What follows belongs to an exercise in optimizing a design on an open flow for small area; a production flow would make more cautious choices.
At most, simulation tests tie the RTL to the original design; equivalence was not proved.
No functional check of the RTL was part of runs 1 to 3.
Power figures rest on the tool's default switching activity, not on a simulated workload.

File: flow/config.mk
export PLATFORM = sky130hd
export DESIGN_NAME = ce_alu
export DESIGN_NICKNAME = ce_alu
export VERILOG_FILES = /design/flow/design.v
export SDC_FILE = /design/flow/constraint.sdc
export NUM_CORES = 4
export LEC_CHECK = 0
export CAP_MARGIN = 20
export CORE_MARGIN = 2
export CORE_UTILIZATION = 35
export GPL_TIMING_DRIVEN = 0
export SLEW_MARGIN = 20
File: flow/constraint.sdc
create_clock -name core_clock -period 10.0 [get_ports {clk}]
set_input_delay 2.0000 -clock core_clock [delete_from_list [all_inputs] [get_ports {clk}]]
set_output_delay 2.0000 -clock core_clock [all_outputs]
set_load 0.01 [all_outputs]
File: flow/design.v
module ce_alu (
    input  wire        clk,
    input  wire        rst,         
    input  wire        in_valid,
    output wire        in_ready,
    input  wire [7:0]  op,
    input  wire [1:0]  sz,          
    input  wire [31:0] a,           
    input  wire [31:0] b,           
    input  wire [31:0] c,           
    input  wire [4:0]  flags_in,    
    output reg         out_valid,
    output wire [31:0] result,
    output reg  [4:0]  flags_out,
    output reg         wr_d,
    output reg  [1:0]  exc          
);
    localparam FC = 0, FV = 1, FZ = 2, FN = 3, FT = 4;
    localparam [4:0] S_IDLE  = 5'd0,  S_ARITH = 5'd1,  
                     S_LOOP  = 5'd3,  S_SHIFT = 5'd4,  S_ROTB  = 5'd5,
                     S_FFSC  = 5'd7,  S_BSW   = 5'd8,
                     S_CRC   = 5'd9,  S_MULT  = 5'd10, S_CORR1 = 5'd11,
                     S_CORR2 = 5'd12, S_DIVZ  = 5'd13, S_DSTEP = 5'd14,
                     S_DCORR = 5'd15, S_FLAGS = 5'd16, S_WLDR = 5'd17,
                     S_WLDN  = 5'd18, S_RDQ   = 5'd19,
                     S_LDB   = 5'd2;
    reg [4:0]  state;
    reg [31:0] R;           
    reg [31:0] W;           
    reg [4:0]  cnt;
    reg        seen;        
    assign result = R;
    wire s8  = (sz == 2'd0);
    wire s16 = (sz == 2'd1);
    wire s32 = sz[1];
    wire l1  = sz[1] | sz[0];              
    wire l2  = sz[1];                      
    wire [4:0] modmask = {sz[1], sz[1] | sz[0], 3'b111};
    wire [3:0] lo = op[3:0];
    wire g1 = (op[7:4] == 4'h1);
    wire g2 = (op[7:4] == 4'h2);
    wire g3 = (op[7:4] == 4'h3);
    wire is_add   = g1 & (lo == 4'h0 || lo == 4'h1);
    wire is_addc  = g1 & (lo == 4'h1);
    wire is_subc  = g1 & (lo == 4'h3);
    wire is_sub   = g1 & (lo == 4'h2 || lo == 4'h3 || lo == 4'hC);
    wire is_cmp   = g1 & (lo == 4'hC);
    wire is_neg   = g1 & (lo == 4'hB);
    wire is_mul   = g1 & (lo == 4'h4);
    wire is_mulh  = g1 & (lo == 4'h5 || lo == 4'h6);
    wire is_mulhs = g1 & (lo == 4'h6);
    wire is_div   = g1 & (lo >= 4'h7 && lo <= 4'hA);
    wire div_quo  = g1 & (lo == 4'h7 || lo == 4'h8);
    wire div_sgn  = g1 & (lo == 4'h8 || lo == 4'hA);
    wire is_divs  = g1 & (lo == 4'h8);
    wire is_logic = g2 & (lo <= 4'h3);
    wire is_not   = g2 & (lo == 4'h4);
    wire is_tst   = g2 & (lo == 4'h5);
    wire is_shl   = g2 & (lo == 4'h6);
    wire is_sar   = g2 & (lo == 4'h8);
    wire is_rol   = g2 & (lo == 4'h9);
    wire is_ror   = g2 & (lo == 4'hA);
    wire is_shift = g2 & (lo >= 4'h6 && lo <= 4'hA);
    wire sh_left  = is_shl | is_rol;
    wire is_btst  = g3 & (lo == 4'h0);
    wire is_bsf   = g3 & (lo >= 4'h1 && lo <= 4'h3);
    wire is_ffs   = g3 & (lo == 4'h5);
    wire is_bsw   = g3 & (lo == 4'h6);
    wire is_crc   = g3 & (lo == 4'h7 || lo == 4'h8);
    wire is_crcc  = g3 & (lo == 4'h7);
    wire legal = ~(sz == 2'd3) &
                 ((g1 & (lo <= 4'hC)) | (g2 & (lo <= 4'hA)) |
                  (g3 & (lo <= 4'h3 || (lo >= 4'h5 && lo <= 4'h8))));
    function automatic msb_at(input [31:0] x, input [1:0] s);
        msb_at = s[1] ? x[31] : s[0] ? x[15] : x[7];
    endfunction
    wire a_neg = msb_at(a, sz);
    wire b_neg = msb_at(b, sz);
    wire neg_q = div_sgn & (a_neg ^ b_neg);
    wire neg_r = div_sgn & a_neg;
    wire neg_loop = div_quo ? neg_q : neg_r;
    wire [4:0] kk    = (is_bsf ? a[4:0] : b[4:0]) &
                       ((is_rol | is_ror | is_btst | is_bsf) ? modmask : 5'h1F);
    wire       eqk   = (cnt == kk);
    wire       lastn = (cnt == modmask);
    wire       lt_n  = s32 | (s16 & ~cnt[4]) | (s8 & ~cnt[4] & ~cnt[3]);
    wire       zR    = (R == 32'd0);
    wire       nR    = msb_at(R, sz);
    wire       r_top = msb_at(R, sz);
    wire       w_top = msb_at(W, sz);
    reg  [1:0] xhi, xlo;         
    reg        d;
    reg        ysa, ysb, ysc;    
    reg        yinv, ycin, yfv, ynomask;
    reg  [1:0] rsel;             
    reg        rins_en, rins;    
    reg        top_en, top_v;    
    reg        crc_en;
    reg        wq;               
    wire [31:0] Rsh = {R[30:0], d};
    wire [31:0] X;
    assign X[31:16] = (xhi == 2'd1) ? R[31:16] : (xhi == 2'd2) ? Rsh[31:16] : 16'd0;
    assign X[15:0]  = (xlo == 2'd1) ? R[15:0]  : (xlo == 2'd2) ? Rsh[15:0]  : 16'd0;
    wire        la1 = l1 | ynomask, la2 = l2 | ynomask;
    wire [31:0] lsa = {{16{ysa & la2}}, {8{ysa & la1}}, {8{ysa}}};
    wire [31:0] lsb = {{16{ysb & la2}}, {8{ysb & la1}}, {8{ysb}}};
    wire [31:0] lsc = {{16{ysc & la2}}, {8{ysc & la1}}, {8{ysc}}};
    wire        crc_fb = R[0] ^ W[31];
    wire [31:0] poly   = is_crcc ? 32'h82F6_3B78 : 32'hEDB8_8320;
    wire [31:0] pterm  = {poly[30:0], 1'b0} & {32{crc_en & crc_fb}};
    wire [31:0] ysrc  = (lsa & a) | (lsb & b) | (lsc & c) | pterm;
    wire [31:0] Yr    = ysrc ^ {32{yinv}};
    wire [31:0] Y     = {Yr[31:17], la2 ? Yr[16] : yfv, Yr[15:9], la1 ? Yr[8] : yfv, Yr[7:0]};
    reg  [32:0] sum;
    reg  [31:0] pg_p, pg_g, pp, gg;
    integer bi, bj;
    always @* begin
        pg_p = X ^ Y;
        pg_g = X & Y & {32{~crc_en}};
        pp = pg_p;
        gg = pg_g;
        gg[0] = gg[0] | (pp[0] & ycin);
        for (bi = 1; bi <= 5; bi = bi + 1)
            for (bj = (1 << bi) - 1; bj < 32; bj = bj + (1 << bi)) begin
                gg[bj] = gg[bj] | (pp[bj] & gg[bj - (1 << (bi - 1))]);
                pp[bj] = pp[bj] & pp[bj - (1 << (bi - 1))];
            end
        for (bi = 5; bi > 0; bi = bi - 1)
            for (bj = (1 << bi) + (1 << (bi - 1)) - 1; bj < 32; bj = bj + (1 << bi)) begin
                gg[bj] = gg[bj] | (pp[bj] & gg[bj - (1 << (bi - 1))]);
                pp[bj] = pp[bj] & pp[bj - (1 << (bi - 1))];
            end
        sum[0] = pg_p[0] ^ ycin;
        for (bi = 1; bi < 32; bi = bi + 1)
            sum[bi] = pg_p[bi] ^ gg[bi - 1];
        sum[32] = gg[31];
    end
    wire        c32 = sum[32];
    wire [32:0] S   = {c32 ^ yinv, sum[31:0]};
    reg  [31:0] Bv;
    always @* begin
        Bv = S[32:1];
        if (rins_en) begin
            if (s8)  Bv[7]  = rins;
            if (s16) Bv[15] = rins;
            if (s32) Bv[31] = rins;
        end
        if (top_en) Bv[31] = top_v;
    end
    wire dv_sub  = ~seen;
    wire bneg_s  = div_sgn & b_neg;
    wire rs_new  = s8 ? S[8] : s16 ? S[16] : (R[31] ^ dv_sub ^ c32);
    reg [4:0] nstate;
    reg       cnt_clr;
    reg [4:0] F_n;
    reg       last;              
    reg       exc_set1;
    reg       seen_n;
    wire lg_r = R[0], lg_w = W[31];
    reg  loop_f;
    always @* begin
        if (is_logic) begin
            case (lo[1:0])
                2'd0: loop_f = lg_r & lg_w;
                2'd1: loop_f = lg_r | lg_w;
                2'd2: loop_f = lg_r ^ lg_w;
                default: loop_f = lg_r & ~lg_w;
            endcase
        end else begin
            loop_f = (lg_r ^ is_not ^ (neg_loop & seen)) & lt_n;
        end
    end
    wire bmod = (lo[1:0] == 2'd1) ? 1'b1 : (lo[1:0] == 2'd2) ? 1'b0 :
                (lo[1:0] == 2'd3) ? ~R[0] : R[0];
    wire x_s = msb_at(X, sz);
    wire y_s = msb_at(Y, sz);
    wire r_s = msb_at(S[31:0], sz);
    wire c_n = s8 ? S[8] : s16 ? S[16] : S[32];
    wire v_n = ~(x_s ^ y_s) & (x_s ^ r_s);
    wire zn_upd = (exc == 2'd0) & ~(is_btst | is_bsf | is_ffs | is_crc);
    always @* begin
        nstate  = state;
        cnt_clr = 1'b0;
        F_n     = flags_out;
        last    = 1'b0;
        exc_set1 = 1'b0;
        seen_n  = seen;
        xhi = 2'd1; xlo = 2'd1; d = 1'b0;
        ysa = 1'b0; ysb = 1'b0; ysc = 1'b0;
        yinv = 1'b0; ycin = 1'b0; yfv = 1'b0; ynomask = 1'b0;
        rsel = 2'd1;
        rins_en = 1'b0; rins = 1'b0; top_en = 1'b0; top_v = 1'b0; crc_en = 1'b0;
        wq = R[0];
        case (state)
            S_IDLE: begin
                cnt_clr = 1'b1;
                seen_n  = 1'b0;
                F_n     = flags_in;
                if (legal & (is_add | is_sub | is_neg | is_mul | is_mulh | is_logic |
                    is_not | is_tst | is_shift)) begin
                    F_n[FC] = 1'b0;
                    F_n[FV] = 1'b0;
                end
                xhi = 2'd0; xlo = 2'd0; ysa = 1'b1;
                if (!legal | is_tst)
                    nstate = S_FLAGS;
                else if (is_add | is_sub | is_neg)
                    nstate = S_ARITH;
                else if (is_not)
                    nstate = S_LOOP;     
                else if (is_shift | is_btst)
                    nstate = is_shift ? S_SHIFT : S_ROTB;
                else if (is_ffs)
                    nstate = S_WLDR;
                else if (is_bsw)
                    nstate = s8 ? S_FLAGS : S_BSW;
                else
                    nstate = S_LDB;      
            end
            S_LDB: begin
                xhi = 2'd0; xlo = 2'd0;
                ysb = ~is_bsf; ysc = is_bsf;
                cnt_clr = 1'b1;
                nstate = is_bsf ? S_ROTB : (is_logic | is_crc | is_mulh) ? S_WLDR :
                         is_mul ? S_WLDN : S_DIVZ;
            end
            S_ARITH: begin
                if (is_neg) begin
                    xhi = 2'd0; xlo = 2'd0; ysa = 1'b1;
                end else begin
                    ysb = 1'b1;
                end
                yinv = ~is_add; yfv = ~is_add;
                ycin = is_neg | (is_sub & ~is_subc) | (is_subc & ~flags_in[FC]) |
                       (is_addc & flags_in[FC]);
                F_n[FC] = c_n;
                F_n[FV] = v_n;
                cnt_clr = 1'b1;
                nstate = S_LOOP;           
            end
            S_WLDR: begin
                wq = R[0];
                if (cnt == 5'd31) begin
                    cnt_clr = 1'b1;
                    if (is_mulh) begin
                        rsel = 2'd0; nstate = S_MULT;
                    end else if (is_ffs) begin
                        rsel = 2'd0; nstate = S_FFSC;
                    end else begin
                        xhi = 2'd0; xlo = 2'd0;
                        ysa = 1'b1; ynomask = is_crc;
                        nstate = is_crc ? S_CRC : S_LOOP;
                    end
                end else begin
                    rsel = 2'd2;
                end
            end
            S_WLDN: begin
                wq = R[31];
                xhi = 2'd2; xlo = 2'd2; d = R[31];
                if (cnt == 5'd31) begin
                    cnt_clr = 1'b1;
                    rsel = 2'd0; seen_n = 1'b0;
                    nstate = is_mul ? S_MULT : S_DSTEP;
                end
            end
            S_LOOP: begin
                rsel = 2'd2; top_en = 1'b1; top_v = loop_f;
                seen_n = seen | lg_r;
                if (cnt == 5'd31) nstate = S_FLAGS;
            end
            S_CRC: begin
                rsel = 2'd2; crc_en = 1'b1; top_en = 1'b1; top_v = crc_fb;
                ynomask = 1'b1;
                if (lastn) nstate = S_FLAGS;
            end
            S_SHIFT: begin
                if (eqk) begin
                    cnt_clr = 1'b1;
                    nstate = S_LOOP;       
                end else if (sh_left) begin
                    xhi = 2'd2; xlo = 2'd2; d = is_rol & r_top;
                    F_n[FC] = r_top;
                end else begin
                    rsel = 2'd2; rins_en = 1'b1;
                    rins = is_sar ? r_top : is_ror ? R[0] : 1'b0;
                    F_n[FC] = R[0];
                end
            end
            S_ROTB: begin
                rsel = 2'd2; rins_en = 1'b1;
                rins = eqk ? bmod : R[0];
                if (eqk) F_n[FT] = R[0];
                if (lastn) nstate = S_FLAGS;
            end
            S_FFSC: begin
                F_n[FZ] = (R[5:0] == {s32, s16, s8, 3'b000});
                if (W[31] | F_n[FZ])
                    nstate = S_FLAGS;
                else
                    ycin = 1'b1;
            end
            S_BSW: begin
                if (s32 && cnt >= 5'd8 && cnt < 5'd24) begin
                    xhi = 2'd2; xlo = 2'd2; d = R[31];
                end else begin
                    xhi = 2'd1; xlo = 2'd2; d = R[15];
                end
                if ((s16 && cnt == 5'd7) || cnt == 5'd31) nstate = S_FLAGS;
            end
            S_MULT: begin
                if (is_mul) begin
                    xhi = 2'd2; xlo = 2'd2; d = 1'b0;
                    ysa = w_top;
                end else begin
                    ysa = W[31]; rsel = 2'd2;
                end
                if (lastn) begin
                    cnt_clr = 1'b1;
                    nstate = is_mulhs ? S_CORR1 : is_mul ? S_LOOP : S_FLAGS;
                end
            end
            S_CORR1: begin
                ysb = a_neg; yinv = 1'b1; ycin = 1'b1; yfv = 1'b1;
                nstate = S_CORR2;
            end
            S_CORR2: begin
                ysa = b_neg; yinv = 1'b1; ycin = 1'b1; yfv = 1'b1;
                cnt_clr = 1'b1;
                nstate = S_LOOP;
            end
            S_DIVZ: begin
                if (zR) begin
                    exc_set1 = 1'b1;
                    nstate = S_FLAGS;
                end else begin
                    xhi = 2'd0; xlo = 2'd0;
                    ysa = 1'b1; yinv = div_sgn & a_neg; ycin = div_sgn & a_neg;
                    cnt_clr = 1'b1;
                    nstate = S_WLDN;
                end
            end
            S_DSTEP: begin
                xhi = 2'd2; xlo = 2'd2; d = w_top;
                ysb = 1'b1; yinv = dv_sub ^ bneg_s; ycin = dv_sub ^ bneg_s;
                yfv = dv_sub;
                seen_n = rs_new;
                wq = ~rs_new;
                if (lastn) begin
                    cnt_clr = 1'b1;
                    nstate = div_quo ? S_RDQ : S_DCORR;
                end
            end
            S_DCORR: begin
                ysb = seen; yinv = seen & bneg_s; ycin = seen & bneg_s; yfv = 1'b0;
                F_n[FC] = 1'b0;
                F_n[FV] = 1'b0;
                cnt_clr = 1'b1;
                seen_n = 1'b0;
                nstate = S_LOOP;
            end
            S_RDQ: begin
                xhi = 2'd2; xlo = 2'd2; d = w_top;
                if (cnt == 5'd0) begin
                    F_n[FC] = 1'b0;
                    F_n[FV] = is_divs & ~neg_q & w_top;
                end
                seen_n = 1'b0;
                if (lastn) begin
                    cnt_clr = 1'b1;
                    nstate = S_LOOP;
                end
            end
            S_FLAGS: begin
                if (zn_upd) begin
                    F_n[FZ] = zR;
                    F_n[FN] = nR;
                end
                last = 1'b1;
            end
            default: nstate = S_IDLE;
        endcase
    end
    assign in_ready = ~in_valid | last;
    wire [31:0] A = S[31:0];
    reg  [31:0] R_n;
    always @* begin
        case (rsel)
            2'd0: R_n = 32'd0;
            2'd1: R_n = A;
            default: R_n = Bv;
        endcase
    end
    always @(posedge clk) begin
        R    <= R_n;
        W    <= {W[30:0], wq};
        seen <= seen_n;
        cnt  <= cnt_clr ? 5'd0 : cnt + 5'd1;
        out_valid <= 1'b0;
        if (rst) begin
            state <= S_IDLE;
        end else if (state == S_IDLE) begin
            if (in_valid) begin
                state     <= nstate;
                flags_out <= F_n;
                exc       <= legal ? 2'd0 : 2'd2;
                wr_d      <= legal & ~(is_cmp | is_tst | is_btst);
            end
        end else if (last) begin
            flags_out <= F_n;
            if (in_valid) begin
                out_valid <= 1'b1;
                state     <= S_IDLE;
            end
        end else begin
            state     <= nstate;
            flags_out <= F_n;
            if (exc_set1) begin
                exc  <= 2'd1;
                wr_d <= 1'b0;
            end
        end
    end
endmodule
File: flow/flow/run.sh
#!/bin/bash
# Layout flow: the standard ORFS layout (standard.sh's make targets and
# settings), with two changes that only affect cell area:
#  1. synthesis maps the logic with an area-oriented ABC script
#     (flow/abc_area.script) instead of ORFS's delay-oriented one; everything
#     else in synthesis (front end, flop mapping, flattening, renaming) is
#     ORFS's and the standard flow's synthesis unchanged, so the registers keep the
#     standard synthesis's names and cell types;
#  2. the port buffers that placement inserts on every input and output are
#     sky130_fd_sc_hd__buf_1 instead of the resizer's default pick;
#  3. clock tree synthesis builds the tree from sky130_fd_sc_hd__clkbuf_8
#     and adds no dummy loads.
# Each tool's output goes to a log file of its own in this folder.
set -euo pipefail
W=$(pwd)
ABC_SCRIPT=${ABC_SCRIPT_FILE:-$W/flow/abc_area.script}
PORT_BUF=${PORT_BUF_CELL:-sky130_fd_sc_hd__buf_1}

# ORFS's synth.tcl with only the ABC script replaced
sed "s#^source \$::env(SCRIPTS_DIR)/synth_preamble.tcl\$#source \$::env(SCRIPTS_DIR)/synth_preamble.tcl\nset abc_args [lreplace \$abc_args 1 1 $ABC_SCRIPT]#" \
    "$FLOW_HOME/scripts/synth.tcl" > "$W/synth_area_core.tcl"
grep -q "lreplace" "$W/synth_area_core.tcl"
# The standard flow's synthesis wrapper, sourcing the copy above
sed "s#\$::env(SCRIPTS_DIR)/synth.tcl#$W/synth_area_core.tcl#" synth_recipe.tcl > "$W/synth_area.tcl"
grep -q "synth_area_core" "$W/synth_area.tcl"
# The standard flow's config plus the port buffer choice
cp config.mk "$W/config_area.mk"
echo "export BUFFER_PORTS_ARGS = -buffer_cell $PORT_BUF" >> "$W/config_area.mk"
echo "export CTS_ARGS = -sink_clustering_enable -repair_clock_nets -buf_list ${CTS_BUF:-sky130_fd_sc_hd__clkbuf_8} -dont_use_dummy_load" >> "$W/config_area.mk"
# standard.sh with that synthesis script and config
sed -e "s#SYNTH_SCRIPT=[^ ]*#SYNTH_SCRIPT=$W/synth_area.tcl#" \
    -e "s#DESIGN_CONFIG=[^ ]*#DESIGN_CONFIG=$W/config_area.mk#" standard.sh > "$W/standard_area.sh"
grep -q "config_area.mk" "$W/standard_area.sh"

bash "$W/standard_area.sh" synth > "$W/synth.log" 2>&1
bash "$W/standard_area.sh" > "$W/layout.log" 2>&1
test -f out/final.def
File: flow/flow/abc_area.script
strash
&get -n
&fraig -x
&put
scorr
dc2
dretime
strash
dch -f
dc2
dch -f
&get -n
&dch -f
&nf
&put
topo
stime -c
upsize -c
dnsize -c
File: flow/standard.sh
#!/bin/bash
# synth_recipe.tcl (not shown) runs the flow's synth.tcl, then flattens the netlist and writes it again
# the make line also repeats each setting of config.mk as NAME=value (left out here)
make -C /OpenROAD-flow-scripts/flow DESIGN_CONFIG=/design/flow/config.mk WORK_HOME=/design/flow/orfs CLKGATE_MAP_FILE= SYNTH_SCRIPT=/design/flow/synth_recipe.tcl "${@:-finish}"
==> results.tsv, run 1 <==
metric	value	unit
critPathArrivalTime	9.56	ns
finalHoldViolCount	0	
outcome	no timing/DRC/antenna violations	
antenna_found_initial	0	
path_delay_family	compound AO/OA/AOI/OAI gates	
synth.distinct_cells	62	
whs	0.314	ns
diodes	0	
fin_crit_sh	94.6	%
maxCapViolCount	0	
ys_seq_area_share	26.3	%
portBuffers	155	
cp_data_required_time	10.09	ns
grt_util_all_layers	24.4	%
routed_wl	25.3	mm
finClkSkew	0.0263	ns
cts_root_buffer	clkbuf_8	
slowest_stage	a221o_1	
tightestPinTransition	1.11	ns
place.gp.congestion	1.01	
synthTopCellsByArea	dfxtp_1 22%, ha_1 11%, a22o_1 8.3%	
drc	0	
slowest_delay	0.40	ns
synth_edf_count	9	
grt_pass1_vias	6754	
start_kind	input pin	
synthCells	827	
syn_nets	1000	
path_clk_slew	0.08	ns
synthFlopType	dfxtp_1	
final_core_util	42.9	%
power	1.09	mW
synth_top_area_cell	dfxtp_1	
comb_power_share	36.1	%
cp_num_buf_inv	4	
p_seq_share	45.7	%
hpwl	19.7	mm
ctsHoldBuffers	0	
synth_most_common_cell	nand2_1	
vdd_drop_max	0.0574	mV
drt-pass1-iter-count	8	
grt_max_degree	36	
synth_top_family_by_area	compound AO/OA/AOI/OAI gates	
grt-ovfl-total	0	
cts_buffer_depth	2	
yosysTopAreaCellShare	22.3	%
num_rows	50	
die_h	143	µm
crit_path_end_kind	flop	
core_area	18800	µm²
ant_nets	0	
ys_seq_elements	84	
drt_iter0_markers	804	
die_area	20300	µm²
fin_nets	1182	
slew_headroom	25.2	%
start_util	35.8	%
grt_pass1_wl	38.1	mm
io-pin-count	156	
crit_fanout	8	
die_w	143	µm
p_switching	417	µW
yosys.area_share.xor_xnor	7.55	%
post_drt_wl_per_cell	20.4	µm
vias_per_cell	5.99	
clockPowerShare	18.1	%
worst_path_most_repeated_cell	a21boi_1	
swShare	38.1	%
clkLatencyLatePin	0.39	ns
cts_sinks	84	
syn_area_per_cell	8.13	µm²
cts_buffers	9	
period_minus_slack	9.46	ns
htreeDepth	3	
synthSimpleGateAreaFrac	22.7	%
setup_viol	0	
cts_tree	built	
async_reset_ff_share	0	%
drv_slew	0	
hold_path_class	flop to flop	
synth_compound_area_share	29.9	%
areaGrowthSynthToFinish	19.6	%
power_leakage	3.20	nW
yosys_warnings	1	
muxShareOfSynthArea	1.34	%
syn-cell-area	6730	µm²
synthAdderAreaFrac	11.0	%
synthTopCellsByCount	98 x nand2_1, 75 x dfxtp_1, 73 x nor2_1, 72 x a21oi_1, 64 x a22o_1	
internal_power	676	µW
power_density	136	nW/µm²
vias	7433	
drive_gt1_share	6.75	%
critPathKind	input pin to flop	
grt_setup_unrepaired	false	
fmax	106	MHz
==> through the flow <==
stage	instances	instance area, µm²	setup WS (ns)	TNS, ns
5_1_grt	1241	8050	0.0269	0
3_3_place_gp	1216	7600	-1.68	-11.24
4_1_cts	1232	7900	0.00137	0
3_5_place_dp	1220	7690	-1.45	-8.07
2_1_floorplan	827	6730	0.787	0
6_report	1241	8050	0.537	0
==> final timing paths <==
check / cells after the start / end / start / slack [ns]
hold / removal: 0 / W[17]$_DFF_P_ / W[16]$_DFF_P_ / 0.31
setup reg to reg: 41 / flags_out[1]$_DFFE_PP_ / R[0]$_DFF_P_ / 1.90
hold reg to reg: 0 / W[17]$_DFF_P_ / W[16]$_DFF_P_ / 0.31
setup / recovery: 47 / flags_out[1]$_DFFE_PP_ / op[1] / 0.54
==> layout make-up <==
class | count | area, µm²
Sequential cell | 84 | 1770
Inverter | 19 | 71.3
Timing Repair Buffer | 171 | 739
Tap cell | 234 | 293
Fill cell | 2004 | 10700
Buffer | 1 | 7.51
Clock buffer | 9 | 124
Multi-Input combinational cell | 723 | 5040
==> worst reg2reg max path, delay by kind of cell (launching register included) <==
family,cells,cell delay [ns]
AO/OA/AOI/OAI,26,3.99
XOR/XNOR,2,0.33
adder cells (fa/ha/maj),4,0.89
flip-flops,1,0.48
AND/OR/NAND/NOR,9,2.12
==> layout by cell type, fill, tap and decap left out, types with 6 or more instances in the layout <==
master and count:
nor2_1 72, edfxtp_1 9, xnor2_1 51, or3_1 7
mux2i_1 9, a221o_1 15, dfxtp_1 75, a22o_1 64
and3_1 8, or2_0 12, nand3_1 30, buf_4 14
nand4_1 8, nor4_1 13, a21oi_1 67, o211ai_1 6
a21oi_2 7, and2_0 11, nor3_1 24, buf_1 150
ha_1 57, xor2_1 6, o21ai_0 39, a31oi_1 6
clkbuf_8 9, a222oi_1 12, a21boi_1 8, clkinv_1 19
nand2_1 96
==> repair_timing <==
action | 4_1_cts | 5_1_grt
gates resized for setup | 12 | 22
setup buffers | 3 | 9
pin swaps | 1 | 7
endpoints found under the setup margin | 11 | 5
gates cloned | 0 | 0
==> layer usage <==
layer / global-route usage [%] / share of wire [%] / up-vias
met5: 0 / 0 / -
met1: 34.0 / 46 / 3511
met3: 5.10 / 7.5 / 47
li1: - / - / 3558
met2: 37.3 / 44 / 317
met4: 8.44 / 2.8 / 0
==> state kept, by name, summed over array words and instances (netlist names) <==
signal,cells
wr_d,1
seen,1
exc,2
flags_out,5
R,32
state,5
W,32
cnt,5
out_valid,1
==> cell families (layout without fill, tap and decap cells) <==
kind of cell               after synthesis  count (layout)
AOI/OAI and AO/OA                      280             280
xor gates and xnor gates                58              58
adders and majority gates               59              59
buffers and inverters                   20             200
DFF                                     84              84
muxes                                    9               9
and+or+nand+nor                        317             317
==> power groups by stage <==
stage / Combinational, mW / Clock [mW] / Sequential (mW)
final: 0.395 / 0.198 / 0.500
after global routing: 0.433 / 0.214 / 0.511
after CTS: 0.385 / 0.203 / 0.499
after detailed placement: 0.380 / 0 / 0.505
after global placement: 0.376 / 0 / 0.506
after floorplan: 0.237 / 0 / 0.500
==> run 2, diff against run 1 <==
==> flow/flow/abc_area.script (replaced) <==
strash
&get -n
&fraig -x
&put
scorr
dc2
dretime
strash
&get -n
&dch -f
&nf
&put
topo
stime -c
upsize -c
dnsize -c
--- a/flow/config.mk
+++ b/flow/config.mk
@@ -6,7 +6,7 @@
 export NUM_CORES = 4
 export LEC_CHECK = 0
-export CAP_MARGIN = 20
+export CAP_MARGIN = 5
 export CORE_MARGIN = 2
 export CORE_UTILIZATION = 35
 export GPL_TIMING_DRIVEN = 0
-export SLEW_MARGIN = 20
+export SLEW_MARGIN = 5
==> results.tsv, run 2 <==
metric	value	unit	change
ctsHoldBuffers	0		unchanged
diodes	0		unchanged
period_minus_slack	9.56	ns	was 9.46 ns
grt_util_all_layers	24.6	%	was 24.4%
synthCells	821		was 827
drv_slew	0		unchanged
cts_sinks	84		unchanged
grt_max_degree	35		was 36
power_density	135	nW/µm²	was 136 nW/µm²
hold_path_class	flop to flop		unchanged
met3_length	2.38	mm	was 1.89 mm
crit_fanout	7		was 8
areaGrowthSynthToFinish	19.3	%	was 19.6%
die_w	143	µm	about the same
start_kind	input pin		unchanged
maxCapViolCount	0		unchanged
cts_root_buffer	clkbuf_8		unchanged
grt-ovfl-total	0		unchanged
syn_nets	994		was 1000
place.gp.congestion	1.04		was 1.01
drt-pass1-iter-count	6		was 8
cts_tree	built		unchanged
dp_slack	-1.48	ns	was -1.45 ns
synth_compound_area_share	31.3	%	was 29.9%
synth_edf_count	9		unchanged
yosysTopAreaCellShare	22.2	%	was 22.3%
drt-met1-wl	11.7	mm	was 11.6 mm
synth_most_common_cell	nand2_1		unchanged
async_reset_ff_share	0	%	unchanged
drive_gt1_share	6.68	%	was 6.75%
synth_top_area_cell	dfxtp_1		unchanged
vias_per_cell	5.95		was 5.99
slowest_delay	0.38	ns	was 0.40 ns
htreeDepth	3		unchanged
fmax	105	MHz	was 106 MHz
crit_path_end_kind	flop		unchanged
drc	0		unchanged
slew_headroom	15.2	%	was 25.2%
wl_met2	10.9	mm	was 11.1 mm
setup_viol	0		unchanged
cts_buffer_depth	2		unchanged
portBuffers	155		unchanged
ys_seq_elements	84		unchanged
synthSimpleGateAreaFrac	21.4	%	was 22.7%
io-pin-count	156		unchanged
finalHoldViolCount	0		unchanged
mostFrequentLayoutCells	151 x buf_1, 82 x nand2_1, 75 x dfxtp_1, 75 x a21oi_1, 70 x nor2_1		was 150 x buf_1, 96 x nand2_1, 75 x dfxtp_1
outcome	no timing/DRC/antenna violations		unchanged
synth_top_family_by_area	compound AO/OA/AOI/OAI gates		unchanged
start_util	35.8	%	about the same
muxShareOfSynthArea	1.35	%	was 1.34%
hpwl	19.8	mm	was 19.7 mm
final_common_cell	buf_1		unchanged
clkLatencyLatePin	0.38	ns	was 0.39 ns
core_area	18800	µm²	about the same
antenna_found_initial	0		unchanged
synthTopCellsByCount	83 x nand2_1, 75 x a21oi_1, 75 x dfxtp_1, 73 x nor2_1, 60 x a22o_1		was 98 x nand2_1, 75 x dfxtp_1, 73 x nor2_1, 72 x a21oi_1, 64 x a22o_1
num_rows	50		unchanged
path_delay_family	compound AO/OA/AOI/OAI gates		unchanged
yosys.area_share.xor_xnor	7.40	%	was 7.55%
topRoutingLayerUsed	met4		unchanged
synthTopCellsByArea	dfxtp_1 22%, ha_1 11%, a22o_1 7.8%		was dfxtp_1 22%, ha_1 11%, a22o_1 8.3%
slowest_stage	nor3_4		was a221o_1
synthFlopType	dfxtp_1		unchanged
critPathKind	input pin to flop		unchanged
timing.final.ws_setup	0.441	ns	was 0.537 ns
power_leakage	3.16	nW	was 3.20 nW
vdd_drop_max	0.0715	mV	was 0.0574 mV
critPathArrivalTime	9.64	ns	was 9.56 ns
finClkSkew	0.0218	ns	was 0.0263 ns
cts_buffers	9		unchanged
fin_crit_sh	95.6	%	was 94.6%
cp_num_buf_inv	4		unchanged
tightestPinTransition	1.26	ns	was 1.11 ns
final_core_util	42.8	%	was 42.9%
cp_data_required_time	10.08	ns	was 10.09 ns
vias	7515		was 7433
grt_setup_unrepaired	false		unchanged
post_drt_wl_per_cell	20.5	µm	was 20.4 µm
largest_registers	R (32), W (32)		unchanged
grt_pass1_vias	6815		was 6754
synth.distinct_cells	72		was 62
grt_pass1_wl	38.6	mm	was 38.1 mm
routed_wl	25.8	mm	was 25.3 mm
ys_seq_area_share	26.3	%	about the same
fin_nets	1178		was 1182
syn-cell-area	6750	µm²	was 6730 µm²
synthAdderAreaFrac	10.9	%	was 11.0%
die_area	20400	µm²	was 20300 µm²
syn_area_per_cell	8.22	µm²	was 8.13 µm²
drt_iter0_markers	952		was 804
yosys_warnings	1		unchanged
die_h	143	µm	about the same
path_clk_slew	0.09	ns	was 0.08 ns
ant_nets	0		unchanged
run 2: changes by cell type after synthesis, moves of 4 or more:
cell / delta
a221o_1: +7
a22o_1: -4
a22oi_1: -4
nand2_1: -15
nand3_1: -9
run 2: cell families after synthesis:
kind of cell | count (synthesis)
buffers and inverters | 24
XOR/XNOR | 57
adder cells (fa/ha/maj) | 59
flip-flops | 84
AND/OR/NAND/NOR | 296
multiplexers | 9
AO/OA/AOI/OAI | 292
run 2: repair_timing:
action                                  CTS  global route
gates resized for setup                  10            23
pin swaps                                 2             6
setup buffers                             6             8
gates cloned                              0             1
endpoints found under the setup margin    6             1
run 2: final cells by class:
cell class | count | area (µm²)
Buffer | 1 | 7.51
Tap cell | 260 | 325
Multi-Input combinational cell | 714 | 5000
Fill cell | 1985 | 10800
Clock buffer | 9 | 124
Inverter | 23 | 86.3
Timing Repair Buffer | 172 | 734
Sequential cell | 84 | 1770
run 2: path summary, 6_finish.rpt:
check / startpoint / endpoint / slack (ns) / cells past startpoint
setup / recovery: op[0] / flags_out[1]$_DFFE_PP_ / 0.44 / 46
hold reg to reg: W[21]$_DFF_P_ / W[22]$_DFF_P_ / 0.32 / 0
setup reg to reg: R[21]$_DFF_P_ / flags_out[1]$_DFFE_PP_ / 1.35 / 41
hold / removal: W[21]$_DFF_P_ / W[22]$_DFF_P_ / 0.32 / 0
run 2: worst register-to-register path, delay by kind of cell (launching register included):
kind                       cells  cell delay [ns]
AOI/OAI and AO/OA             26             4.24
xor gates and xnor gates       2             0.33
adders and majority gates      4             0.77
buffers and inverters          1             0.07
DFF                            1             0.34
and+or+nand+nor                8             2.64
run 2: power breakdown:
part | internal [mW] | switching (mW) | leakage [nW]
logic | 0.168 | 0.221 | 2.38
registers | 0.423 | 0.0789 | 0.713
clock network | 0.0807 | 0.118 | 0.0647
total | 0.671 | 0.418 | 3.16
run 2: routing by layer:
| metal | global-route usage (%) | up-vias |
|---|---|---|
| met3 | 5.16 | 63 |
| met1 | 35.2 | 3523 |
| met5 | 0 | - |
| met4 | 7.76 | 0 |
| met2 | 36.8 | 379 |
| li1 | - | 3550 |
run 2: per-stage QoR:
stage	hold slack [ns]	setup TNS (ns)	instance area (µm²)	instances	total power [mW]
after floorplan	0.310	0	6750	821	0.732
after global placement	0.310	-4.80	7660	1236	0.878
after detailed placement	0.312	-5.34	7700	1239	0.880
after CTS	0.321	0	7930	1254	1.08
after global routing	0.323	0	8050	1263	1.15
final	0.316	0	8050	1263	1.09
==> run 3, diff against run 2 <==
--- a/flow/config.mk
+++ b/flow/config.mk
@@ -6,7 +6,7 @@
 export NUM_CORES = 4
 export LEC_CHECK = 0
-export CAP_MARGIN = 5
+export CAP_MARGIN = 10
 export CORE_MARGIN = 2
 export CORE_UTILIZATION = 35
 export GPL_TIMING_DRIVEN = 0
-export SLEW_MARGIN = 5
+export SLEW_MARGIN = 10
==> results.tsv, run 3 <==
metric	value	unit	change
power_leakage	3.15	nW	was 3.16 nW
start_kind	input pin		unchanged
drv_slew	0		unchanged
drt-pass1-iter-count	6		unchanged
synthCells	821		unchanged
syn-cell-area	6750	µm²	unchanged
fin_crit_sh	95.6	%	about the same
crit_path_end_kind	flop		unchanged
slew_headroom	17.5	%	was 15.2%
ant_nets	0		unchanged
swShare	38.1	%	was 38.4%
cp_num_buf_inv	4		unchanged
die_w	143	µm	unchanged
finClkSkew	0.0208	ns	was 0.0218 ns
vias_per_cell	5.98		was 5.95
power	1.09	mW	about the same
grt_pass1_wl	38.4	mm	was 38.6 mm
clockPowerShare	18.2	%	about the same
yosysTopAreaCellShare	22.2	%	unchanged
vias	7538		was 7515
crit_fanout	8		was 7
tns	0	ns	unchanged
die_h	143	µm	unchanged
cts_sinks	84		unchanged
outcome	no timing/DRC/antenna violations		unchanged
instances_no_fill	1260		was 1263
synth_most_common_cell	nand2_1		unchanged
synth.distinct_cells	72		unchanged
htreeDepth	3		unchanged
ctsHoldBuffers	0		unchanged
power_density	135	nW/µm²	about the same
slowest_delay	0.37	ns	was 0.38 ns
final_cell_area	8050	µm²	about the same
antenna_found_initial	0		unchanged
clkLatencyLatePin	0.38	ns	about the same
synthTopCellsByCount	83 x nand2_1, 75 x a21oi_1, 75 x dfxtp_1, 73 x nor2_1, 60 x a22o_1		unchanged
fmax	105	MHz	about the same
dp.cells	1239		unchanged
maxCapViolCount	0		unchanged
num_rows	50		unchanged
synth_top_area_cell	dfxtp_1		unchanged
areaGrowthSynthToFinish	19.2	%	was 19.3%
finalHoldViolCount	0		unchanged
comb_power_share	35.7	%	about the same
mostFrequentLayoutCells	151 x buf_1, 82 x nand2_1, 75 x dfxtp_1, 75 x a21oi_1, 70 x nor2_1		unchanged
die_area	20400	µm²	unchanged
synthFlopType	dfxtp_1		unchanged
worst_path_most_repeated_cell	a21boi_1		
diodes	0		unchanged
post_drt_wl_per_cell	20.3	µm	was 20.5 µm
placed_area	7700	µm²	unchanged
async_reset_ff_share	0	%	unchanged
cts_tree	built		unchanged
cts_buffers	9		unchanged
syn_area_per_cell	8.22	µm²	unchanged
tightestPinTransition	1.23	ns	was 1.26 ns
cts_buffer_depth	2		unchanged
hold_path_class	flop to flop		unchanged
portBuffers	155		unchanged
drt_iter0_markers	890		was 952
start_util	35.8	%	unchanged
ys_seq_area_share	26.3	%	unchanged
grt_util_all_layers	24.5	%	was 24.6%
largest_registers	R (32), W (32)		unchanged
grt_pass1_vias	6731		was 6815
p_seq_share	46.1	%	about the same
grt_max_degree	35		unchanged
yosys_warnings	1		unchanged
hpwl	19.8	mm	about the same
cp_data_required_time	10.10	ns	was 10.08 ns
p_switching	414	µW	was 418 µW
syn_nets	994		unchanged
io-pin-count	156		unchanged
internal_power	672	µW	was 671 µW
critPathArrivalTime	9.66	ns	was 9.64 ns
fin_nets	1175		was 1178
core_area	18800	µm²	unchanged
synth_edf_count	9		unchanged
synthTopCellsByArea	dfxtp_1 22%, ha_1 11%, a22o_1 7.8%		unchanged
routed_wl	25.6	mm	was 25.8 mm
path_clk_slew	0.09	ns	about the same
period_minus_slack	9.56	ns	about the same
path_delay_family	compound AO/OA/AOI/OAI gates		unchanged
drive_gt1_share	6.40	%	was 6.68%
cts_root_buffer	clkbuf_8		unchanged
ys_seq_elements	84		unchanged
place.gp.congestion	1.04		unchanged
slowest_stage	a221o_1		was nor3_4
setup_viol	0		unchanged
grt-ovfl-total	0		unchanged
critPathKind	input pin to flop		unchanged
final_common_cell	buf_1		unchanged
vdd_drop_max	0.0577	mV	was 0.0715 mV
drc	0		unchanged
[run 3: cell counts after synthesis]
No cell type changed its count.
[run 3: final timing paths]
path                                     from  cells past startpoint  slack (ns)                     end
worst max-delay path                    op[1]                     46        0.44  flags_out[1]$_DFFE_PP_
worst min-delay path            W[21]$_DFF_P_                      0        0.31           W[22]$_DFF_P_
worst max register to register  R[21]$_DFF_P_                     41        1.41  flags_out[1]$_DFFE_PP_
worst min register to register  W[21]$_DFF_P_                      0        0.31           W[22]$_DFF_P_
[run 3: layout make-up]
| type | instances | area [µm²] |
|---|---|---|
| multi-input combinational | 714 | 5010 |
| sequential | 84 | 1770 |
| inverter | 23 | 86.3 |
| tap | 260 | 325 |
| buffer | 1 | 7.51 |
| fill | 1987 | 10800 |
| timing repair buffer | 169 | 718 |
| clock buffer | 9 | 124 |
[run 3: metal layers]
metal	share of wire, %	track usage (%)	vias to the layer above
met1	44	34.6	3558
li1	-	-	3552
met4	2.4	7.09	0
met2	43	37.0	383
met5	0	0	-
met3	9.9	5.97	45
[run 3: repair_timing]
action	CTS	global route
gates cloned	0	1
gates resized for setup	9	24
pin swaps	1	4
setup buffers	4	7
endpoints found under the setup margin	6	1
[run 3: logic make-up (layout without fill, tap and decap cells)]
| logic type | count (synthesis) | count (layout) | share of synthesized area (%) |
|---|---|---|---|
| AO/OA/AOI/OAI | 292 | 292 | 31.3 |
| XOR/XNOR | 57 | 57 | 7.40 |
| adder cells (fa/ha/maj) | 59 | 59 | 10.9 |
| buffers and inverters | 24 | 202 | 1.39 |
| flip-flops | 84 | 84 | 26.3 |
| multiplexers | 9 | 9 | 1.35 |
| AND/OR/NAND/NOR | 296 | 297 | 21.4 |
[run 3: power groups by stage]
stage / Sequential [mW] / Clock (mW) / Combinational, mW
6_report: 0.500 / 0.198 / 0.388
5_1_grt: 0.512 / 0.215 / 0.427
4_1_cts: 0.499 / 0.203 / 0.379
3_5_place_dp: 0.506 / 0 / 0.374
3_3_place_gp: 0.506 / 0 / 0.371
2_1_floorplan: 0.499 / 0 / 0.233
[run 3: stage by stage]
step	worst slack, ns	hold slack, ns	util [%]
finish	0.436	0.315	42.7
global route	-0.0257	0.320	42.7
detailed placement	-1.44	0.312	40.9
floorplan	1.13	0.310	-
global placement	-1.42	0.310	40.7
CTS	0.0142	0.313	42.0
==> run 4, diff against run 3 <==
--- a/flow/design.v
+++ b/flow/design.v
@@ -24,5 +24,5 @@
                      S_DCORR = 5'd15, S_FLAGS = 5'd16, S_WLDR = 5'd17,
                      S_WLDN  = 5'd18, S_RDQ   = 5'd19,
-                     S_LDB   = 5'd2;
+                     S_LDB   = 5'd2,  S_SUB   = 5'd6,  S_NEG   = 5'd20;
     reg [4:0]  state;
     reg [31:0] R;           
@@ -206,5 +206,5 @@
                     nstate = S_FLAGS;
                 else if (is_add | is_sub | is_neg)
-                    nstate = S_ARITH;
+                    nstate = is_add ? S_ARITH : is_sub ? S_SUB : S_NEG;
                 else if (is_not)
                     nstate = S_LOOP;     
@@ -225,13 +225,14 @@
                          is_mul ? S_WLDN : S_DIVZ;
             end
-            S_ARITH: begin
-                if (is_neg) begin
+            S_ARITH, S_SUB, S_NEG: begin
+                if (state == S_NEG) begin
                     xhi = 2'd0; xlo = 2'd0; ysa = 1'b1;
                 end else begin
                     ysb = 1'b1;
                 end
-                yinv = ~is_add; yfv = ~is_add;
-                ycin = is_neg | (is_sub & ~is_subc) | (is_subc & ~flags_in[FC]) |
-                       (is_addc & flags_in[FC]);
+                yinv = (state != S_ARITH); yfv = yinv;
+                ycin = (state == S_NEG) ? 1'b1 :
+                       (state == S_SUB) ? ~(op[0] & flags_in[FC]) :
+                                          (op[0] & flags_in[FC]);
                 F_n[FC] = c_n;
                 F_n[FV] = v_n;
==> flow/flow/abc_area.script (replaced) <==
strash
&get -n
&fraig -x
&put
scorr
dc2
dretime
strash
dch -f
dc2
dch -f
&get -n
&dch -f
&nf
&put
topo
stime -c
upsize -c
dnsize -c
--- a/flow/config.mk
+++ b/flow/config.mk
@@ -6,7 +6,7 @@
 export NUM_CORES = 4
 export LEC_CHECK = 0
-export CAP_MARGIN = 10
+export CAP_MARGIN = 5
 export CORE_MARGIN = 2
 export CORE_UTILIZATION = 35
 export GPL_TIMING_DRIVEN = 0
-export SLEW_MARGIN = 10
+export SLEW_MARGIN = 5
==> results.tsv, run 4 <==
metric	value	unit	change
rrSetupSlack	2.19	ns	was 1.41 ns
yosysTopAreaCellShare	22.2	%	about the same
grt-ovfl-total	0		unchanged
power_leakage	3.19	nW	was 3.15 nW
drive_gt1_share	4.70	%	was 6.40%
holdPathEnd	W[3]$_DFF_P_		was W[22]$_DFF_P_
period_minus_slack	9.33	ns	was 9.56 ns
routed_wl	25.1	mm	was 25.6 mm
synthAdderAreaFrac	10.9	%	about the same
post_drt_wl_per_cell	19.9	µm	was 20.3 µm
yosys.area_share.xor_xnor	7.50	%	was 7.40%
synth_most_common_cell	nand2_1		unchanged
start_util	35.9	%	was 35.8%
antenna_found_initial	0		unchanged
final_common_cell	buf_1		unchanged
cp_data_required_time	10.06	ns	was 10.10 ns
ant_nets	0		unchanged
vdd_drop_max	0.0934	mV	was 0.0577 mV
yosys_warnings	1		unchanged
synth_top_area_cell	dfxtp_1		unchanged
met2_usage	35.5	%	was 37.0%
crit_fanout	8		unchanged
finClkSkew	0.0315	ns	was 0.0208 ns
maxCapViolCount	0		unchanged
critPathKind	input pin to flop		unchanged
critPathArrivalTime	9.39	ns	was 9.66 ns
timing.final.ws_setup	0.674	ns	was 0.436 ns
slowest_stage	or4_4		was a221o_1
drt-pass1-iter-count	5		was 6
hold_path_depth	0		unchanged
synthFlopType	dfxtp_1		unchanged
synth_edf_count	9		unchanged
io-pin-count	156		unchanged
grt_util_all_layers	24.0	%	was 24.5%
cts_buffers	9		unchanged
vias	7396		was 7538
cp_num_buf_inv	4		unchanged
path_delay_family	compound AO/OA/AOI/OAI gates		unchanged
hpwl	19.5	mm	was 19.8 mm
die_w	143	µm	about the same
grt_max_degree	31		was 35
synthTopCellsByCount	104 x nand2_1, 75 x dfxtp_1, 75 x nor2_1, 67 x a21oi_1, 59 x ha_1		was 83 x nand2_1, 75 x a21oi_1, 75 x dfxtp_1, 73 x nor2_1, 60 x a22o_1
clockPowerShare	17.5	%	was 18.2%
path_clk_slew	0.10	ns	was 0.09 ns
hold_path_class	flop to flop		unchanged
crit_path_end_kind	flop		unchanged
slew_headroom	14.9	%	was 17.5%
ctsHoldBuffers	0		unchanged
start_kind	input pin		unchanged
mostFrequentLayoutCells	152 x buf_1, 103 x nand2_1, 75 x dfxtp_1		was 151 x buf_1, 82 x nand2_1, 75 x dfxtp_1, 75 x a21oi_1, 70 x nor2_1
setup_viol	0		unchanged
fmax	107	MHz	was 105 MHz
cts_root_buffer	clkbuf_8		unchanged
syn_area_per_cell	8.17	µm²	was 8.22 µm²
htreeDepth	3		unchanged
die_h	143	µm	about the same
synth_top_family_by_area	compound AO/OA/AOI/OAI gates		unchanged
swShare	38.8	%	was 38.1%
grt_use_met3	5.16	%	was 5.97%
areaGrowthSynthToFinish	17.2	%	was 19.2%
cts_sinks	84		unchanged
syn_nets	1002		was 994
vias_per_cell	5.87		was 5.98
synthCells	829		was 821
final_core_util	42.1	%	was 42.7%
ff2ff_path_depth	38		was 41
synth_compound_area_share	30.0	%	was 31.3%
muxShareOfSynthArea	1.50	%	was 1.35%
clkLatencyLatePin	0.38	ns	about the same
diodes	0		unchanged
cts_buffer_depth	2		unchanged
syn-cell-area	6770	µm²	was 6750 µm²
portBuffers	155		unchanged
grt_setup_unrepaired	false		
instances_no_fill	1261		was 1260
power_density	143	nW/µm²	was 135 nW/µm²
largest_registers	R (32), W (32)		unchanged
ys_seq_area_share	26.2	%	was 26.3%
drc	0		unchanged
synthSimpleGateAreaFrac	22.6	%	was 21.4%
fin_nets	1176		was 1175
core_area	18800	µm²	unchanged
async_reset_ff_share	0	%	unchanged
place.gp.congestion	1.01		was 1.04
fin_crit_sh	93.3	%	was 95.6%
comb_power_share	37.1	%	was 35.7%
worst_path_most_repeated_cell	ha_1		was a21boi_1
internal_power	694	µW	was 672 µW
finalHoldViolCount	0		unchanged
die_area	20500	µm²	was 20400 µm²
min_from	W[2]$_DFF_P_		was W[21]$_DFF_P_
tightestPinTransition	1.26	ns	was 1.23 ns
power	1.13	mW	was 1.09 mW
drv_slew	0		unchanged
dp.cells	1247		was 1239
num_rows	50		unchanged
ys_seq_elements	84		unchanged
grt_pass1_wl	37.8	mm	was 38.4 mm
worstReg2RegEnd	flags_out[1]$_DFFE_PP_		unchanged
rr_startpoint	R[0]$_DFF_P_		was R[21]$_DFF_P_
outcome	no timing/DRC/antenna violations		unchanged
p_switching	439	µW	was 414 µW
cts_tree	built		unchanged
slowest_delay	0.47	ns	was 0.37 ns
synth.distinct_cells	74		was 72
grt.busiest_layer	met2		unchanged
synthTopCellsByArea	dfxtp_1 22%, ha_1 11%, a22o_1 7.5%		was dfxtp_1 22%, ha_1 11%, a22o_1 7.8%
p_seq_share	45.3	%	was 46.1%
dp_slack	-0.830	ns	was -1.44 ns
grt_pass1_vias	6672		was 6731
drt_iter0_markers	592		was 890
met1_usage	35.1	%	was 34.6%
run 4: changes by cell type after synthesis, moves of 5 or more:
cell and delta:
nor3_1 -9, a221o_1 -15, a21oi_1 -8, a22oi_1 +12, o22ai_1 +5, nand2_1 +21
run 4: layer usage:
metal	routed length (µm)	vias up
met5	0	-
li1	-	3529
met2	10800	329
met4	496	0
met1	11900	3497
met3	1870	41
run 4: final cells by class:
type,instances,area (µm²)
well taps,260,325
flip-flops and latches,84,1770
fillers,2005,10900
multi-input cells,722,4950
clock buffers,9,124
inverters,22,82.6
repair buffers,163,673
plain buffers,1,7.51
run 4: cells by family after synthesis:
group / Yosys count
flip-flops: 84
buffers and inverters: 23
XOR/XNOR: 58
AO/OA/AOI/OAI: 280
adder cells (fa/ha/maj): 59
AND/OR/NAND/NOR: 315
multiplexers: 10
run 4: worst max path at each step:
| stage | start | endpoint | cells after the start |
|---|---|---|---|
| after floorplan | op[1] | flags_out[1]$_DFFE_PP_ | 44 |
| after global placement | op[0] | flags_out[1]$_DFFE_PP_ | 44 |
| after detailed placement | op[0] | flags_out[1]$_DFFE_PP_ | 44 |
| after CTS | sz[1] | flags_out[1]$_DFFE_PP_ | 39 |
| after global routing | op[2] | flags_out[1]$_DFFE_PP_ | 39 |
| final | op[0] | flags_out[1]$_DFFE_PP_ | 45 |
run 4: worst reg2reg max path, delay by kind of cell, from the launching register on:
family | cells | cell delay [ns]
compound gates | 21 | 3.42
fa+ha+maj | 4 | 0.88
simple gates | 10 | 2.06
xor+xnor | 2 | 0.45
flops | 1 | 0.48
mux | 1 | 0.21
run 4: power groups by stage:
stage / sequential (mW) / combinational [mW] / clock, mW
after floorplan: 0.513 / 0.259 / 0
after global placement: 0.520 / 0.407 / 0
after detailed placement: 0.520 / 0.411 / 0
after CTS: 0.513 / 0.415 / 0.202
after global routing: 0.527 / 0.462 / 0.215
final: 0.514 / 0.421 / 0.198
run 4: timing repair:
item                                   in CTS  in global routing
pin swaps                                   0                  2
endpoints found under the hold margin       0                  0
setup endpoints to repair                   1                  2
gates resized for setup                     2                 10
buffers inserted                            3                  2
run 4: per-stage QoR:
step	TNS [ns]	hold WS, ns	instance area, µm²
after floorplan	0	0.310	6770
after global placement	-2.20	0.311	7680
after detailed placement	-1.59	0.312	7720
after CTS	0	0.319	7890
after global routing	0	0.322	7930
final	0	0.317	7930
==> run 5, diff against run 4 <==
==> flow/flow/abc_area.script (replaced) <==
strash
&get -n
&fraig -x
&put
scorr
dc2
dretime
strash
&get -n
&dch -f
&nf -R 10
&put
topo
stime -c
upsize -c
dnsize -c
==> results.tsv, run 5 <==
metric	value	unit	change
io-pin-count	156		unchanged
grt_pass1_vias	6541		was 6672
power_leakage	3.25	nW	was 3.19 nW
crit_fanout	17		was 8
ys_seq_elements	84		unchanged
synthTopCellsByArea	dfxtp_1 23%, ha_1 11%, a22o_1 7.8%		was dfxtp_1 22%, ha_1 11%, a22o_1 7.5%
path_delay_family	compound AO/OA/AOI/OAI gates		unchanged
htreeDepth	3		unchanged
synth_most_common_cell	nand2_1		unchanged
drv_slew	0		unchanged
vias_per_cell	6.09		was 5.87
start_util	35.6	%	was 35.9%
slowest_stage	o21ai_1		was or4_4
power	1.16	mW	was 1.13 mW
die_w	142	µm	was 143 µm
worst_path_most_repeated_cell	ha_1		unchanged
drt_iter0_markers	804		was 592
syn_nets	974		was 1002
clkLatencyLatePin	0.39	ns	was 0.38 ns
fin_nets	1162		was 1176
fin_crit_sh	95.8	%	was 93.3%
antenna_found_initial	0		unchanged
cp_num_buf_inv	2		was 4
finClkSkew	0.0242	ns	was 0.0315 ns
synthTopCellsByCount	81 x nand2_1, 75 x dfxtp_1, 73 x nor2_1, 68 x a21oi_1		was 104 x nand2_1, 75 x dfxtp_1, 75 x nor2_1, 67 x a21oi_1, 59 x ha_1
slew_headroom	12.4	%	was 14.9%
drc	0		unchanged
grt_setup_unrepaired	false		unchanged
largest_registers	R (32), W (32)		unchanged
drt-pass1-iter-count	9		was 5
areaGrowthSynthToFinish	19.0	%	was 17.2%
yosys_warnings	1		unchanged
crit_path_end_kind	flop		unchanged
drive_gt1_share	6.69	%	was 4.70%
cts_buffers	9		unchanged
synthFlopType	dfxtp_1		unchanged
synth_edf_count	9		unchanged
synth.distinct_cells	59		was 74
mostFrequentLayoutCells	152 x buf_1, 80 x nand2_1, 75 x dfxtp_1		was 152 x buf_1, 103 x nand2_1, 75 x dfxtp_1
setup_viol	0		unchanged
synthCells	801		was 829
hpwl	19.4	mm	was 19.5 mm
ctsHoldBuffers	0		unchanged
grt_util_all_layers	24.5	%	was 24.0%
cts_tree	built		unchanged
die_h	142	µm	was 143 µm
critPathKind	input pin to flop		unchanged
path_clk_slew	0.10	ns	about the same
routed_wl	25.4	mm	was 25.1 mm
async_reset_ff_share	0	%	unchanged
cts_root_buffer	clkbuf_8		unchanged
ys_seq_area_share	26.7	%	was 26.2%
vdd_drop_max	0.0713	mV	was 0.0934 mV
portBuffers	155		unchanged
fmax	104	MHz	was 107 MHz
grt_pass1_wl	37.7	mm	was 37.8 mm
power_density	147	nW/µm²	was 143 nW/µm²
finalHoldViolCount	0		unchanged
critPathArrivalTime	9.68	ns	was 9.39 ns
grt_max_degree	35		was 31
maxCapViolCount	0		unchanged
vias	7432		was 7396
final_common_cell	buf_1		unchanged
cts_sinks	84		unchanged
outcome	no timing/DRC/antenna violations		unchanged
syn-cell-area	6630	µm²	was 6770 µm²
cts_buffer_depth	2		unchanged
start_kind	input pin		unchanged
grt-ovfl-total	0		unchanged
die_area	20100	µm²	was 20500 µm²
period_minus_slack	9.58	ns	was 9.33 ns
hold_path_class	flop to flop		unchanged
post_drt_wl_per_cell	20.8	µm	was 19.9 µm
num_rows	50		unchanged
tightestPinTransition	1.31	ns	was 1.26 ns
yosysTopAreaCellShare	22.6	%	was 22.2%
ant_nets	0		unchanged
synth_top_area_cell	dfxtp_1		unchanged
place.gp.congestion	1.03		was 1.01
syn_area_per_cell	8.28	µm²	was 8.17 µm²
diodes	0		unchanged
slowest_delay	0.38	ns	was 0.47 ns
cp_data_required_time	10.10	ns	was 10.06 ns
core_area	18600	µm²	was 18800 µm²
tns	0	ns	unchanged
-- run 5: changes by cell type after synthesis, moves of 10 or more --
cell	change
xor2_1	+13
nand3_1	+12
a22oi_1	-10
a222oi_1	+13
nand2_1	-23
xnor2_1	-13
-- run 5: routing by layer --
layer  up-vias  routed length, µm  track usage, %
met3        44               1840            4.42
met5         -                  0               0
met4         0                602            7.74
met1      3553              11600            34.8
met2       325              11400            37.8
li1       3510                  -               -
-- run 5: cells by family (layout without fill, tap and decap cells) --
family,count (synthesis),after routing,synth area share (%)
xor+xnor,58,58,7.66
fa+ha+maj,59,59,11.1
mux,5,5,0.754
flops,84,84,26.7
compound gates,271,271,30.2
buf+inv,21,206,1.24
simple gates,303,304,22.3
-- run 5: cell type report --
type | count | area, µm²
plain buffers | 1 | 7.51
clock buffers | 9 | 124
fillers | 1982 | 10700
inverters | 20 | 75.1
multi-input cells | 697 | 4870
flip-flops and latches | 84 | 1770
well taps | 234 | 293
repair buffers | 176 | 757
-- run 5: worst paths after layout --
kind	startpoint	endpoint	slack (ns)	depth (start not counted)
worst max-delay path	op[0]	flags_out[1]$_DFFE_PP_	0.42	37
worst min-delay path	W[19]$_DFF_P_	W[20]$_DFF_P_	0.33	0
worst max register to register	R[21]$_DFF_P_	flags_out[1]$_DFFE_PP_	1.60	35
worst min register to register	W[19]$_DFF_P_	W[20]$_DFF_P_	0.33	0
-- run 5: where the power goes --
group | total, mW | switching (mW) | internal (mW)
clock | 0.201 | 0.120 | 0.0807
combinational | 0.443 | 0.252 | 0.191
sequential | 0.518 | 0.0844 | 0.433
-- run 5: what timing repair did --
item                       in CTS  in global routing
pin swaps                       1                  9
setup endpoints to repair      13                  3
resized for setup              10                 10
buffers inserted                4                 15
cloned                          0                  1
-- run 5: through the flow --
stage / hold slack [ns] / area, µm² / setup WS, ns / utilization [%] / cells
final: 0.325 / 7890 / 0.419 / 42.3 / 1221
after global routing: 0.326 / 7890 / 0.0185 / 42.3 / 1221
after CTS: 0.327 / 7740 / 0.0112 / 41.5 / 1205
after detailed placement: 0.314 / 7540 / -1.72 / 40.5 / 1192
after global placement: 0.310 / 7510 / -1.94 / 40.3 / 1190
after floorplan: 0.310 / 6630 / 1.07 / - / 801
==> run 6, diff against run 5 <==
==> flow/flow/abc_area.script (replaced) <==
strash
&get -n
&fraig -x
&put
scorr
dc2
dretime
strash
&get -n
&dch -f
&nf -D 6000 -F 6 -A 4
&put
topo
stime -c
upsize -c
dnsize -c
==> results.tsv, run 6 <==
metric	value	unit	change
drc	0		unchanged
ff2ff_path_depth	35		unchanged
drive_gt1_share	4.27	%	was 6.69%
syn-cell-area	6680	µm²	was 6630 µm²
timing.final.ws_setup	0.470	ns	was 0.419 ns
crit_path_end_kind	flop		unchanged
worstReg2RegEnd	flags_out[1]$_DFFE_PP_		unchanged
synth_top_area_cell	dfxtp_1		unchanged
ys_seq_area_share	26.5	%	was 26.7%
grt-ovfl-total	0		unchanged
power_density	148	nW/µm²	was 147 nW/µm²
fin_nets	1159		was 1162
synth_edf_count	9		unchanged
clockPowerShare	17.0	%	was 17.3%
rrSetupSlack	1.94	ns	was 1.60 ns
path_clk_slew	0.08	ns	was 0.10 ns
largest_registers	R (32), W (32)		unchanged
drv_slew	0		unchanged
die_h	142	µm	about the same
maxCapViolCount	0		unchanged
vdd_drop_max	0.0639	mV	was 0.0713 mV
start_util	35.7	%	was 35.6%
core_area	18700	µm²	was 18600 µm²
finClkSkew	0.0248	ns	was 0.0242 ns
seqCellArea	1770	µm²	unchanged
holdPathEnd	W[21]$_DFF_P_		was W[20]$_DFF_P_
cts_setup_buffers	0		was 4
async_reset_ff_share	0	%	unchanged
hold_path_class	flop to flop		unchanged
final_core_util	41.5	%	was 42.3%
nFillCells	1956		was 1982
start_kind	input pin		unchanged
yosys_warnings	1		unchanged
p_switching	450	µW	was 457 µW
vias_per_cell	6.10		was 6.09
critPathKind	input pin to flop		unchanged
vias	7432		unchanged
drt-pass1-iter-count	8		was 9
cts_tree	built		unchanged
multiInputGateArea	4860	µm²	was 4870 µm²
drt_iter0_markers	853		was 804
tightestPinTransition	1.24	ns	was 1.31 ns
rr_startpoint	R[21]$_DFF_P_		unchanged
swShare	39.1	%	was 39.4%
synthTopCellsByCount	92 x nand2_1, 75 x dfxtp_1, 72 x nor2_1, 62 x a21oi_1, 59 x ha_1		was 81 x nand2_1, 75 x dfxtp_1, 73 x nor2_1, 68 x a21oi_1
cp_data_required_time	10.19	ns	was 10.10 ns
cts_buffer_depth	2		unchanged
slowest_stage	clkdlybuf4s15_1		was o21ai_1
clkLatencyLatePin	0.39	ns	about the same
final_cell_area	7760	µm²	was 7890 µm²
synth.distinct_cells	68		was 59
instances_no_fill	1218		was 1221
ant_nets	0		unchanged
syn_area_per_cell	8.17	µm²	was 8.28 µm²
grt_pass1_wl	37.1	mm	was 37.7 mm
slew_headroom	17.3	%	was 12.4%
min_from	W[20]$_DFF_P_		was W[19]$_DFF_P_
finalHoldViolCount	0		unchanged
synthCells	817		was 801
antenna_found_initial	1		was 0
hold_path_depth	0		unchanged
fmax	105	MHz	was 104 MHz
power_leakage	3.20	nW	was 3.25 nW
fin_crit_sh	95.3	%	was 95.8%
placed_area	7580	µm²	was 7540 µm²
synthFlopType	dfxtp_1		unchanged
num_rows	50		unchanged
cts_buffers	9		unchanged
tns	0	ns	unchanged
syn_nets	990		was 974
worst_path_most_repeated_cell	ha_1		unchanged
slowest_delay	0.74	ns	was 0.38 ns
portBuffers	155		unchanged
outcome	no timing/DRC/antenna violations		unchanged
diodes	0		unchanged
post_drt_wl_per_cell	20.2	µm	was 20.8 µm
comb_power_share	37.7	%	was 38.1%
cts_root_buffer	clkbuf_8		unchanged
grt_pass1_vias	6568		was 6541
crit_fanout	35		was 17
period_minus_slack	9.53	ns	was 9.58 ns
grt_util_all_layers	23.8	%	was 24.5%
critPathArrivalTime	9.72	ns	was 9.68 ns
die_w	142	µm	about the same
p_seq_share	45.3	%	was 44.6%
die_area	20200	µm²	was 20100 µm²
yosysTopAreaCellShare	22.5	%	was 22.6%
dp.cells	1209		was 1192
cts_sinks	84		unchanged
synth_most_common_cell	nand2_1		unchanged
ys_seq_elements	84		unchanged
io-pin-count	156		unchanged
grt_setup_unrepaired	false		unchanged
dp_slack	-0.505	ns	was -1.72 ns
areaGrowthSynthToFinish	16.2	%	was 19.0%
cp_num_buf_inv	2		unchanged
routed_wl	24.6	mm	was 25.4 mm
place.gp.congestion	1.03		about the same
final_common_cell	buf_1		unchanged
setup_viol	0		unchanged
synthTopCellsByArea	dfxtp_1 22%, ha_1 11%, a22o_1 7.6%		was dfxtp_1 23%, ha_1 11%, a22o_1 7.8%
mostFrequentLayoutCells	153 x buf_1, 92 x nand2_1, 75 x dfxtp_1		was 152 x buf_1, 80 x nand2_1, 75 x dfxtp_1
htreeDepth	3		unchanged
grt_max_degree	36		was 35
path_delay_family	compound AO/OA/AOI/OAI gates		unchanged
internal_power	701	µW	was 705 µW
hpwl	19.2	mm	was 19.4 mm
## run 6: logic make-up after synthesis
kind of cell    after synthesis  share of synthesized area, %
fa+ha+maj                    59                          11.1
flops                        84                          26.5
buf+inv                      26                          1.52
xor+xnor                     58                          7.61
mux                           5                         0.749
simple gates                308                          22.4
compound gates              277                          30.2
## run 6: layout make-up
type,instances,share of cell area (%)
Tap cell,234,3.77
Sequential cell,84,22.8
Buffer,1,0.0967
Multi-Input combinational cell,707,62.6
Timing Repair Buffer,158,7.93
Inverter,25,1.21
Clock buffer,9,1.60
## run 6: repair_timing
action,4_1_cts,5_1_grt
pin swaps,0,0
setup endpoints to repair,1,1
hold buffers,0,0
resized for setup,2,8
## run 6: worst max-delay path by stage
stage                from                endpoint  slack [ns]  depth (start not counted)
floorplan           op[0]  flags_out[1]$_DFFE_PP_        1.82                         38
global placement    op[0]  flags_out[1]$_DFFE_PP_       -0.69                         40
detailed placement  op[0]  flags_out[1]$_DFFE_PP_       -0.50                         39
CTS                 sz[1]  flags_out[1]$_DFFE_PP_        0.12                         37
global route        sz[1]  flags_out[1]$_DFFE_PP_        0.01                         37
finish              sz[1]  flags_out[1]$_DFFE_PP_        0.47                         37
## run 6: through the flow
step | power, mW | hold WS, ns
global placement | 0.945 | 0.310
global route | 1.22 | 0.322
CTS | 1.15 | 0.319
finish | 1.15 | 0.315
detailed placement | 0.950 | 0.312
floorplan | 0.786 | 0.310
## run 6: power by group through the flow
stage | sequential (mW) | combinational (mW) | clock (mW)
after floorplan | 0.519 | 0.267 | 0
after global placement | 0.526 | 0.419 | 0
after detailed placement | 0.525 | 0.425 | 0
after CTS | 0.519 | 0.429 | 0.201
after global routing | 0.533 | 0.476 | 0.213
final | 0.522 | 0.434 | 0.195
## run 6: routing by layer
layer	vias to the layer above	GRT usage (%)	share of wire [%]
met3	56	5.89	9.1
met2	366	35.1	43
li1	3523	-	-
met1	3485	33.1	45
met4	2	9.26	3.0
met5	-	0	0.053

[what the ideal ports hide]
In the flow no input, the clock included, has a driving cell. The finished layouts below were timed again as built, in two steps.
Step 1, drivers: a clkbuf_16 drives clk and a buf_2 each remaining input, both assumed.
Step 2 moves the port delays by t, midway between the first and last clock arrival at a register: inputs arrive t later, outputs are due t later. That takes back most of the time a late clock gives input paths.
Slacks: ideal ports / drivers / drivers and shift; pairs: ideal ports / drivers.
run	t (ns)	slack for setup (ns)	clock arrival spread, ns	worst register clock-pin slew, ns
run 1	0.413	0.537 / 0.553 / 0.140	0.026 / 0.026	0.10 / 0.10
run 2	0.405	0.441 / 0.457 / 0.052	0.022 / 0.022	0.09 / 0.09
run 3	0.407	0.436 / 0.451 / 0.043	0.021 / 0.021	0.09 / 0.09
run 4	0.406	0.674 / 0.688 / 0.282	0.033 / 0.033	0.10 / 0.10
run 5	0.424	0.419 / 0.439 / 0.015	0.024 / 0.024	0.10 / 0.10
run 6	0.417	0.470 / 0.488 / 0.070	0.025 / 0.025	0.09 / 0.09
After both steps setup and hold are still met in every run listed. The setup slack of run 5, which loses most, moves by +0.020 ns with the drivers and by -0.404 ns with both steps.
